From an optimization exercise on the open Yosys and OpenROAD flow, aimed at small area, a short achievable clock period and few clock cycles per item; shortcuts taken in it are not production practice.
Where RTL was checked, it was by simulation tests only, not by an equivalence proof against the original.
Power figures rest on the tool's default switching activity, not on a simulated workload.

==> module oz_outer_fill, before the edit <==
module oz_outer_fill (
    input  wire        clk,
    input  wire        rst,         
    input  wire        in_valid,
    output reg         in_ready,
    input  wire [7:0]  in_data,
    input  wire        in_erase,
    output reg         out_valid,
    output reg         out_fail,
    output wire [2:0]  out_cnt,
    output wire [23:0] out_pos,
    output wire [31:0] out_val
);
    function automatic [7:0] mul_a1(input [7:0] a);    
        mul_a1 = {a[6:0], 1'b0} ^ (a[7] ? 8'h1D : 8'h00);
    endfunction
    function automatic [7:0] gf_mul(input [7:0] a, input [7:0] b);
        reg [7:0] p;
        reg [7:0] x;
        integer   n;
        begin
            p = 8'h00;
            x = a;
            for (n = 0; n < 8; n = n + 1) begin
                p = p ^ (x & {8{b[n]}});
                x = mul_a1(x);
            end
            gf_mul = p;
        end
    endfunction
    function automatic [7:0] gf_sq(input [7:0] a);
        gf_sq = {a[6],
                 a[3] ^ a[5] ^ a[6],
                 a[5],
                 a[2] ^ a[4] ^ a[5] ^ a[7],
                 a[4] ^ a[6],
                 a[1] ^ a[4] ^ a[5] ^ a[6],
                 a[7],
                 a[0] ^ a[4] ^ a[6] ^ a[7]};
    endfunction
    function automatic [7:0] cm(input integer m, input [7:0] a);   
        case (m)
            0: cm = a;
            1: cm = mul_a1(a);
            2: cm = mul_a1(mul_a1(a));
            default: cm = mul_a1(mul_a1(mul_a1(a)));
        endcase
    endfunction
    function automatic [7:0] mul_am1(input [7:0] a);   
        mul_am1 = {1'b0, a[7:1]} ^ (a[0] ? 8'h8E : 8'h00);
    endfunction
    function automatic [7:0] rom_x(input [5:0] p);
        reg [7:0] h;
        begin
            case (p[5:2])
            4'd0: h = 8'ha1;
            4'd1: h = 8'hd2;
            4'd2: h = 8'ha0;
            4'd3: h = 8'h0a;
            4'd4: h = 8'h23;
            4'd5: h = 8'h77;
            4'd6: h = 8'h35;
            4'd7: h = 8'h9c;
            4'd8: h = 8'hc0;
            4'd9: h = 8'h0c;
            4'd10: h = 8'hc9;
            4'd11: h = 8'h5a;
            4'd12: h = 8'h26;
            4'd13: h = 8'he8;
            4'd14: h = 8'h80;
            4'd15: h = 8'h08;
                default: h = 8'h00;
            endcase
            if (p[0]) h = mul_am1(h);
            if (p[1]) h = mul_am1(mul_am1(h));
            rom_x = h;
        end
    endfunction
    reg        fwd, back;     
    reg  [5:0] idx;           
    reg  [2:0] nerr;          
    reg  [7:0] b  [0:3];
    reg  [5:0] pos[0:3];
    reg  [7:0] t;             
    reg  [1:0] k;             
    reg  [1:0] i;             
    reg  [1:0] asel;          
    reg        prep, fin;     
    reg        chk;           
    assign out_cnt  = nerr;
    assign out_pos  = {pos[3], pos[2], pos[1], pos[0]};
    assign out_val  = {b[3], b[2], b[1], b[0]};
    wire       recv   = in_ready;
    wire       take   = in_valid && in_ready;
    wire [7:0] sym    = in_erase ? 8'h00 : in_data;
    wire       first  = (idx == 6'd0);
    wire       lastp  = (idx == 6'd63);
    wire [2:0] ncur   = first ? 3'd0 : nerr;
    wire       z0     = (ncur == 3'd0);
    wire       z45    = (ncur == 3'd4) || (ncur == 3'd5);
    wire       z5     = (ncur == 3'd5);
    wire [2:0] ninc   = z5 ? 3'd5 : ncur + 3'd1;
    wire [2:0] nnext  = in_erase ? ninc : ncur;
    wire       nosolve = in_erase ? z45 : (z0 || z5);    
    wire [1:0] fm1    = nerr[1:0] - 2'd1;       
    wire       jend   = (i == fm1);             
    wire       flast  = (i == k + 2'd1);        
    wire       klast  = (k == 2'd2) || (k == fm1);   
    wire [1:0] jn     = jend ? k : i + 2'd1;       
    wire [1:0] kn     = jend ? k - 2'd1 : k;
    wire [7:0] xr     = rom_x(recv ? idx : pos[asel]);
    wire [1:0] bs   = fwd ? i - 2'd1 : i;      
    wire [7:0] prod = gf_mul(t, b[bs]);
    wire [7:0] add = recv ? sym : prod;
    reg  [7:0] base [0:3];
    reg  [3:0] ben;
    integer    q;
    always @(*) begin
        for (q = 0; q < 4; q = q + 1) begin
            ben[q] = take || ((fwd || (back && !prep)) && i == q) ||
                     (back && fin && k == q);
            if (recv)
                base[q] = first ? 8'h00 : cm(q, b[q]);
            else if (fwd || k == q)
                base[q] = b[q];
            else
                base[q] = 8'h00;
        end
    end
    reg bad;
    always @(*) begin
        bad = 1'b0;
        for (q = 0; q < 4; q = q + 1)
            if (q >= nerr && b[q] != 8'h00) bad = 1'b1;
    end
    wire done_cw  = take && lastp;
    wire solve_cw = done_cw && !nosolve;
    wire back_end = back && ((chk && (bad || nerr == 3'd1)) ||
                             (fin && jend && k == 2'd0));
    wire recv_nx  = (recv && !solve_cw) || back_end;
    always @(posedge clk) begin
        if (rst) begin
            in_ready  <= 1'b1;
            fwd       <= 1'b0;
            back      <= 1'b0;
            idx       <= 6'd0;
            out_valid <= 1'b0;
        end else begin
            in_ready  <= recv_nx;
            out_valid <= (done_cw && !solve_cw) || back_end;
            if (take || back)
                idx <= (back && (fin || back_end)) ? 6'd0 : idx + 6'd1;
            if (solve_cw)
                fwd <= 1'b1;
            if (fwd && flast && klast) begin
                fwd  <= 1'b0;
                back <= 1'b1;
            end
            if (back_end)
                back <= 1'b0;
        end
    end
    always @(posedge clk) begin
        for (q = 0; q < 4; q = q + 1)
            if (ben[q]) b[q] <= base[q] ^ add;
        if (recv && z0)
            t <= xr;
        if (recv) begin
            k     <= 2'd0;
            i     <= 2'd3;
            fin   <= 1'b0;
            asel  <= 2'd1;             
        end
        if (take) begin
            if (!ncur[2])
                pos[ncur[1:0]] <= idx;
            nerr <= nnext;
            if (done_cw)
                out_fail <= in_erase || !z0;
        end
        if (fwd) begin
            i     <= i - 2'd1;
            if (flast) begin
                t <= xr;
                if (klast) begin
                    k     <= fm1 - 2'd1;
                    i     <= fm1;
                    asel  <= fm1 - 2'd1;
                    prep  <= 1'b1;
                    fin   <= 1'b0;
                    chk   <= 1'b1;
                end else begin
                    k     <= k + 2'd1;
                    i     <= 2'd3;
                    asel  <= ((k + 2'd1 == fm1) || (k == 2'd1)) ? fm1 : k + 2'd2;
                end
            end
        end
        if (back) begin
            prep <= fin;
            fin  <= (idx[2:0] == 3'd6);
            chk  <= 1'b0;
            if (prep) begin
                t    <= gf_sq(t ^ xr);   
                asel <= jn;
            end else
                t    <= gf_sq(t);
            if (fin) begin
                t    <= xr;              
                asel <= kn;
                i    <= jn;
                k    <= kn;
            end
            if (back_end)
                out_fail <= chk && bad;
        end
    end
endmodule
Settings: LEC_CHECK=0, CAP_MARGIN=20, CORE_MARGIN=2, CORE_UTILIZATION=40, GPL_TIMING_DRIVEN=0, SLEW_MARGIN=20; clock period 15.0 ns.
standard.sh (not shown) runs the stock make flow with config.mk's settings and CLKGATE_MAP_FILE= SYNTH_SCRIPT=/design/flow/synth_recipe.tcl, a recipe that flattens the netlist after the stock synthesis.
==> flow/flow/run.sh <==
#!/bin/bash
# The standard layout (standard.sh: ORFS synthesis with synth_recipe.tcl, then floorplan,
# place, cts, route and finish) with three changes, none to the design's registers or to its
# constraints:
#  - ABC maps the logic with an area-oriented script (flow/abc_area.script) in place of ORFS's
#    delay-oriented abc_speed.script; ORFS's scripts are otherwise used unchanged, from a copy
#    whose abc_speed.script is replaced;
#  - every port still gets its buffer, but a buf_1 cell instead of the default delay-buffer
#    cell (the resizer may still upsize it);
#  - the resizer's setup repair aims for more slack than the 15 ns clock needs.
# Each make target's full output goes to its own log_<target>.log here; ORFS also keeps each
# tool's log under orfs/logs.
set -euo pipefail
here=$(pwd)
rm -rf "$here/orfs_scripts"
cp -r "$FLOW_HOME/scripts" "$here/orfs_scripts"
cp "$here/flow/abc_area.script" "$here/orfs_scripts/abc_speed.script"
export SCRIPTS_DIR="$here/orfs_scripts"
export BUFFER_PORTS_ARGS="-buffer_cell sky130_fd_sc_hd__buf_1"
export SETUP_SLACK_MARGIN=10.9
for target in synth floorplan place cts route finish; do
  bash standard.sh "$target" > "log_${target}.log" 2>&1
done
==> flow/flow/abc_area.script <==
strash
&get -n
&fraig -x
&put
scorr
dc2
strash
&get -n
&dch -f
&nf -R 1000
&put
strash
&get -n
&dch -f
&nf -R 1000
&put
Testbench counts at the start, summed over its fixed seeds: cycles 183,209, items 2,400.
Rerun with:
--- a/flow/design.v
+++ b/flow/design.v
@@ -82,33 +82,36 @@
     reg  [7:0] b  [0:3];
     reg  [5:0] pos[0:3];
     reg  [7:0] t;             
     reg  [1:0] k;             
     reg  [1:0] i;             
     reg  [1:0] asel;          
-    reg        prep, fin;     
     reg        chk;           
     assign out_cnt  = nerr;
     assign out_pos  = {pos[3], pos[2], pos[1], pos[0]};
     assign out_val  = {b[3], b[2], b[1], b[0]};
     wire       recv   = in_ready;
     wire       take   = in_valid && in_ready;
     wire [7:0] sym    = in_erase ? 8'h00 : in_data;
     wire       first  = (idx == 6'd0);
     wire       lastp  = (idx == 6'd63);
     wire [2:0] ncur   = first ? 3'd0 : nerr;
     wire       z0     = (ncur == 3'd0);
+    wire       z1     = (ncur == 3'd1);
     wire       z45    = (ncur == 3'd4) || (ncur == 3'd5);
     wire       z5     = (ncur == 3'd5);
     wire [2:0] ninc   = z5 ? 3'd5 : ncur + 3'd1;
     wire [2:0] nnext  = in_erase ? ninc : ncur;
     wire       nosolve = in_erase ? z45 : (z0 || z5);    
+    wire       f_is1  = in_erase ? z0 : z1;
     wire [1:0] fm1    = nerr[1:0] - 2'd1;       
     wire       jend   = (i == fm1);             
     wire       flast  = (i == k + 2'd1);        
     wire       klast  = (k == 2'd2) || (k == fm1);   
+    wire       prep   = back && (idx == 6'd0);
+    wire       fin    = back && (idx[2:0] == 3'd7);
     wire [1:0] jn     = jend ? k : i + 2'd1;       
     wire [1:0] kn     = jend ? k - 2'd1 : k;
     wire [7:0] xr     = rom_x(recv ? idx : pos[asel]);
     wire [1:0] bs   = fwd ? i - 2'd1 : i;      
     wire [7:0] prod = gf_mul(t, b[bs]);
     wire [7:0] add = recv ? sym : prod;
@@ -165,17 +168,16 @@
             if (ben[q]) b[q] <= base[q] ^ add;
         if (recv && z0)
             t <= xr;
         if (recv) begin
             k     <= 2'd0;
             i     <= 2'd3;
-            fin   <= 1'b0;
-            asel  <= 2'd1;             
+            asel  <= f_is1 ? 2'd0 : 2'd1;
         end
         if (take) begin
-            if (!ncur[2])
+            if (in_erase && !ncur[2])
                 pos[ncur[1:0]] <= idx;
             nerr <= nnext;
             if (done_cw)
                 out_fail <= in_erase || !z0;
         end
         if (fwd) begin
@@ -183,25 +185,21 @@
             if (flast) begin
                 t <= xr;
                 if (klast) begin
                     k     <= fm1 - 2'd1;
                     i     <= fm1;
                     asel  <= fm1 - 2'd1;
-                    prep  <= 1'b1;
-                    fin   <= 1'b0;
                     chk   <= 1'b1;
                 end else begin
                     k     <= k + 2'd1;
                     i     <= 2'd3;
                     asel  <= ((k + 2'd1 == fm1) || (k == 2'd1)) ? fm1 : k + 2'd2;
                 end
             end
         end
         if (back) begin
-            prep <= fin;
-            fin  <= (idx[2:0] == 3'd6);
             chk  <= 1'b0;
             if (prep) begin
                 t    <= gf_sq(t ^ xr);   
                 asel <= jn;
             end else
                 t    <= gf_sq(t);
What happened: Via count rises by 2.0%; die area falls by 0.41%; flip-flop and latch count falls by 2; total power rises by 13%; cell area rises by 0.62%; critical path depth rises by 4; global-route usage rises by 1.3 points; wire length rises by 1.7%; hold slack improves by 13 ps; clock skew hardly moves; first-iteration DRC count rises by 0.39%.
Only the layout flow was run in the second run of this note; the RTL was not checked for function there.


The RTL this note starts from:
==> flow/design.v <==
module oz_outer_fill (
    input  wire        clk,
    input  wire        rst,         
    input  wire        in_valid,
    output reg         in_ready,
    input  wire [7:0]  in_data,
    input  wire        in_erase,
    output reg         out_valid,
    output reg         out_fail,
    output wire [2:0]  out_cnt,
    output wire [23:0] out_pos,
    output wire [31:0] out_val
);
    function automatic [7:0] mul_a1(input [7:0] a);    
        mul_a1 = {a[6:0], 1'b0} ^ (a[7] ? 8'h1D : 8'h00);
    endfunction
    function automatic [7:0] gf_mul(input [7:0] a, input [7:0] b);
        reg [7:0] p;
        reg [7:0] x;
        integer   n;
        begin
            p = 8'h00;
            x = a;
            for (n = 0; n < 8; n = n + 1) begin
                p = p ^ (x & {8{b[n]}});
                x = mul_a1(x);
            end
            gf_mul = p;
        end
    endfunction
    function automatic [7:0] gf_sq(input [7:0] a);
        gf_sq = {a[6],
                 a[3] ^ a[5] ^ a[6],
                 a[5],
                 a[2] ^ a[4] ^ a[5] ^ a[7],
                 a[4] ^ a[6],
                 a[1] ^ a[4] ^ a[5] ^ a[6],
                 a[7],
                 a[0] ^ a[4] ^ a[6] ^ a[7]};
    endfunction
    function automatic [7:0] cm(input integer m, input [7:0] a);   
        case (m)
            0: cm = a;
            1: cm = mul_a1(a);
            2: cm = mul_a1(mul_a1(a));
            default: cm = mul_a1(mul_a1(mul_a1(a)));
        endcase
    endfunction
    function automatic [7:0] mul_am1(input [7:0] a);   
        mul_am1 = {1'b0, a[7:1]} ^ (a[0] ? 8'h8E : 8'h00);
    endfunction
    function automatic [7:0] rom_x(input [5:0] p);
        reg [7:0] h;
        begin
            case (p[5:2])
            4'd0: h = 8'ha1;
            4'd1: h = 8'hd2;
            4'd2: h = 8'ha0;
            4'd3: h = 8'h0a;
            4'd4: h = 8'h23;
            4'd5: h = 8'h77;
            4'd6: h = 8'h35;
            4'd7: h = 8'h9c;
            4'd8: h = 8'hc0;
            4'd9: h = 8'h0c;
            4'd10: h = 8'hc9;
            4'd11: h = 8'h5a;
            4'd12: h = 8'h26;
            4'd13: h = 8'he8;
            4'd14: h = 8'h80;
            4'd15: h = 8'h08;
                default: h = 8'h00;
            endcase
            if (p[0]) h = mul_am1(h);
            if (p[1]) h = mul_am1(mul_am1(h));
            rom_x = h;
        end
    endfunction
    reg        fwd, back;     
    reg  [5:0] idx;           
    reg  [2:0] nerr;          
    reg  [7:0] b  [0:3];
    reg  [5:0] pos[0:3];
    reg  [7:0] t;             
    reg  [1:0] k;             
    reg  [1:0] i;             
    reg  [1:0] asel;          
    reg        prep, fin;     
    reg        chk;           
    assign out_cnt  = nerr;
    assign out_pos  = {pos[3], pos[2], pos[1], pos[0]};
    assign out_val  = {b[3], b[2], b[1], b[0]};
    wire       recv   = in_ready;
    wire       take   = in_valid && in_ready;
    wire [7:0] sym    = in_erase ? 8'h00 : in_data;
    wire       first  = (idx == 6'd0);
    wire       lastp  = (idx == 6'd63);
    wire [2:0] ncur   = first ? 3'd0 : nerr;
    wire       z0     = (ncur == 3'd0);
    wire       z1     = (ncur == 3'd1);
    wire       z45    = (ncur == 3'd4) || (ncur == 3'd5);
    wire       z5     = (ncur == 3'd5);
    wire [2:0] ninc   = z5 ? 3'd5 : ncur + 3'd1;
    wire [2:0] nnext  = in_erase ? ninc : ncur;
    wire       nosolve = in_erase ? z45 : (z0 || z5);    
    wire       f_is1  = in_erase ? z0 : z1;
    wire [1:0] fm1    = nerr[1:0] - 2'd1;       
    wire       jend   = (i == fm1);             
    wire       flast  = (i == k + 2'd1);        
    wire       klast  = (k == 2'd2) || (k == fm1);   
    wire [7:0] xr     = rom_x(recv ? idx : pos[asel]);
    wire [1:0] bs   = fwd ? i - 2'd1 : i;      
    wire [7:0] bop  = b[bs];
    wire [7:0] mb   = fwd ? bop : gf_sq(bop);
    wire [7:0] ma   = {t[7:1] & {7{~fin}}, t[0] | fin};
    wire [7:0] prod = gf_mul(ma, mb);
    wire [7:0] add = recv ? sym : prod;
    reg  [7:0] base [0:3];
    reg  [3:0] ben;
    integer    q;
    always @(*) begin
        for (q = 0; q < 4; q = q + 1) begin
            ben[q] = take || ((fwd || (back && !prep)) && i == q) ||
                     (back && fin && k == q);
            if (recv)
                base[q] = first ? 8'h00 : cm(q, b[q]);
            else if (fwd || k == q)
                base[q] = b[q];
            else
                base[q] = 8'h00;
        end
    end
    reg bad;
    always @(*) begin
        bad = 1'b0;
        for (q = 0; q < 4; q = q + 1)
            if (q >= nerr && b[q] != 8'h00) bad = 1'b1;
    end
    wire done_cw  = take && lastp;
    wire solve_cw = done_cw && !nosolve;
    wire back_end = back && ((chk && (bad || nerr == 3'd1)) ||
                             (fin && jend && k == 2'd0));
    wire recv_nx  = (recv && !solve_cw) || back_end;
    always @(posedge clk) begin
        if (rst) begin
            in_ready  <= 1'b1;
            fwd       <= 1'b0;
            back      <= 1'b0;
            idx       <= 6'd0;
            out_valid <= 1'b0;
        end else begin
            in_ready  <= recv_nx;
            out_valid <= (done_cw && !solve_cw) || back_end;
            if (take || back)
                idx <= (back && (fin || back_end)) ? 6'd0 : idx + 6'd1;
            if (solve_cw)
                fwd <= 1'b1;
            if (fwd && flast && klast) begin
                fwd  <= 1'b0;
                back <= 1'b1;
            end
            if (back_end)
                back <= 1'b0;
        end
    end
    always @(posedge clk) begin
        for (q = 0; q < 4; q = q + 1)
            if (ben[q]) b[q] <= base[q] ^ add;
        if (recv && z0)
            t <= xr;
        if (recv) begin
            k     <= 2'd0;
            i     <= 2'd3;
            fin   <= 1'b0;
            asel  <= f_is1 ? 2'd0 : 2'd1;
        end
        if (take) begin
            if (in_erase && !ncur[2])
                pos[ncur[1:0]] <= idx;
            nerr <= nnext;
            if (done_cw)
                out_fail <= in_erase || !z0;
        end
        if (fwd) begin
            i     <= i - 2'd1;
            if (flast) begin
                t <= xr;
                if (klast) begin
                    k     <= fm1 - 2'd1;
                    i     <= fm1;
                    asel  <= fm1 - 2'd1;
                    prep  <= 1'b1;
                    fin   <= 1'b0;
                    chk   <= 1'b1;
                end else begin
                    k     <= k + 2'd1;
                    i     <= 2'd3;
                    asel  <= ((k + 2'd1 == fm1) || (k == 2'd1)) ? fm1 : k + 2'd2;
                end
            end
        end
        if (back) begin
            prep <= 1'b0;
            fin  <= (idx[2:0] == 3'd7);
            chk  <= 1'b0;
            if (prep) begin
                t    <= t ^ xr;
                asel <= jend ? k : i + 2'd1;
            end
            if (fin) begin
                t    <= xr;
                prep <= 1'b1;
                if (jend) begin
                    k    <= k - 2'd1;
                    i    <= k;
                    asel <= k - 2'd1;
                end else begin
                    i    <= i + 2'd1;
                    asel <= k;
                end
            end
            if (back_end)
                out_fail <= chk && bad;
        end
    end
endmodule
export LEC_CHECK = 0
export CAP_MARGIN = 20
export CORE_MARGIN = 2
export CORE_UTILIZATION = 40
export SLEW_MARGIN = 20
create_clock -name core_clock -period 15.0 [get_ports {clk}]
==> flow/flow/run.sh <==
#!/bin/bash
# The standard layout (standard.sh: ORFS synthesis with synth_recipe.tcl, then
# floorplan to finish) with three changes, none to the design's registers or constraints:
#  - ABC maps the logic with an area-oriented script (flow/abc_area.script) in place of
#    ORFS's delay-oriented abc_speed.script; ORFS's scripts are otherwise used unchanged,
#    from a copy whose abc_speed.script is replaced;
#  - every port still gets a buffer, but a buf_1 cell instead of the default delay-buffer
#    cell (the resizer may upsize it);
#  - the resizer's setup repair aims for more slack than the 15 ns clock needs.
# The whole make output goes to make_layout.log; ORFS keeps each step's log under orfs/logs.
set -euo pipefail
here=$(pwd)
rm -rf "$here/orfs_scripts"
cp -r "$FLOW_HOME/scripts" "$here/orfs_scripts"
cp "$here/flow/abc_area.script" "$here/orfs_scripts/abc_speed.script"
export SCRIPTS_DIR="$here/orfs_scripts"
export BUFFER_PORTS_ARGS="-buffer_cell sky130_fd_sc_hd__buf_1"
export SETUP_SLACK_MARGIN=10.9
bash standard.sh > make_layout.log 2>&1
Scripts as last shown in full above: flow/flow/abc_area.script
Testbench counts at the start, summed over its fixed seeds: cycles 185,935, items 2,400.
Then changed:
--- a/flow/design.v
+++ b/flow/design.v
@@ -84,6 +84,7 @@
     reg  [7:0] t;             
     reg  [1:0] k;             
     reg  [1:0] i;             
+    reg  [1:0] bs;            
     reg  [1:0] asel;          
     reg        prep, fin;     
     reg        chk;           
@@ -109,7 +110,6 @@
     wire       flast  = (i == k + 2'd1);        
     wire       klast  = (k == 2'd2) || (k == fm1);   
     wire [7:0] xr     = rom_x(recv ? idx : pos[asel]);
-    wire [1:0] bs   = fwd ? i - 2'd1 : i;      
     wire [7:0] bop  = b[bs];
     wire [7:0] mb   = fwd ? bop : gf_sq(bop);
     wire [7:0] ma   = {t[7:1] & {7{~fin}}, t[0] | fin};
@@ -171,6 +171,7 @@
         if (recv) begin
             k     <= 2'd0;
             i     <= 2'd3;
+            bs    <= 2'd2;
             fin   <= 1'b0;
             asel  <= f_is1 ? 2'd0 : 2'd1;
         end
@@ -183,11 +184,13 @@
         end
         if (fwd) begin
             i     <= i - 2'd1;
+            bs    <= bs - 2'd1;
             if (flast) begin
                 t <= xr;
                 if (klast) begin
                     k     <= fm1 - 2'd1;
                     i     <= fm1;
+                    bs    <= fm1;
                     asel  <= fm1 - 2'd1;
                     prep  <= 1'b1;
                     fin   <= 1'b0;
@@ -195,6 +198,7 @@
                 end else begin
                     k     <= k + 2'd1;
                     i     <= 2'd3;
+                    bs    <= 2'd2;
                     asel  <= ((k + 2'd1 == fm1) || (k == 2'd1)) ? fm1 : k + 2'd2;
                 end
             end
@@ -213,9 +217,11 @@
                 if (jend) begin
                     k    <= k - 2'd1;
                     i    <= k;
+                    bs   <= k;
                     asel <= k - 2'd1;
                 end else begin
                     i    <= i + 2'd1;
+                    bs   <= bs + 2'd1;
                     asel <= k;
                 end
             end
Utilization shrinks by 0.58 points.
Wire length climbs by 2.0%.
Cell area barely changes.
Non-clock buffer count drops by 2.
Register-to-register slack gains 0.14 ns.
Synthesized cell count rises by 3.3%.
Combinational power climbs by 16%.
Synthesized area goes up by 2.4%.
Sequential share of layout area grows by 0.37 points.
Clock skew barely changes.
Global-route usage went down by 0.26 points.
The RTL of the second run of this note was laid out without a check of its function.

[static timing again, ports no longer ideal]
No port has a modelled driver above. Below, the same layouts with a new extraction and two added sets of constraints.
Step 1: set_driving_cell puts a clkbuf_16 on clk and a buf_2 on each other input, an assumption about the parent block.
Step 2 moves the port delays by t, midway between the first and last clock arrival at a register: inputs arrive t later, outputs are due t later. That takes back most of the time a late clock gives input paths.
a / b / c = no drivers / after step 1 / after step 2; a / b = the first two.
run	t (ns)	setup slack, ns	hold slack, ns
the first run of note 1	0.391	10.944 / 10.904 / 10.624	0.471 / 0.471 / 0.471
the second run of note 1	0.384	10.879 / 10.896 / 10.512	0.484 / 0.484 / 0.484
the first run of note 2	0.395	10.918 / 10.875 / 10.533	0.505 / 0.505 / 0.505
the second run of note 2	0.393	10.909 / 10.887 / 10.527	0.504 / 0.504 / 0.504
After both steps setup and hold are still met in every run listed. The setup slack of the first run of note 2, which loses most, moves by -0.043 ns with the drivers and by -0.385 ns with both steps.
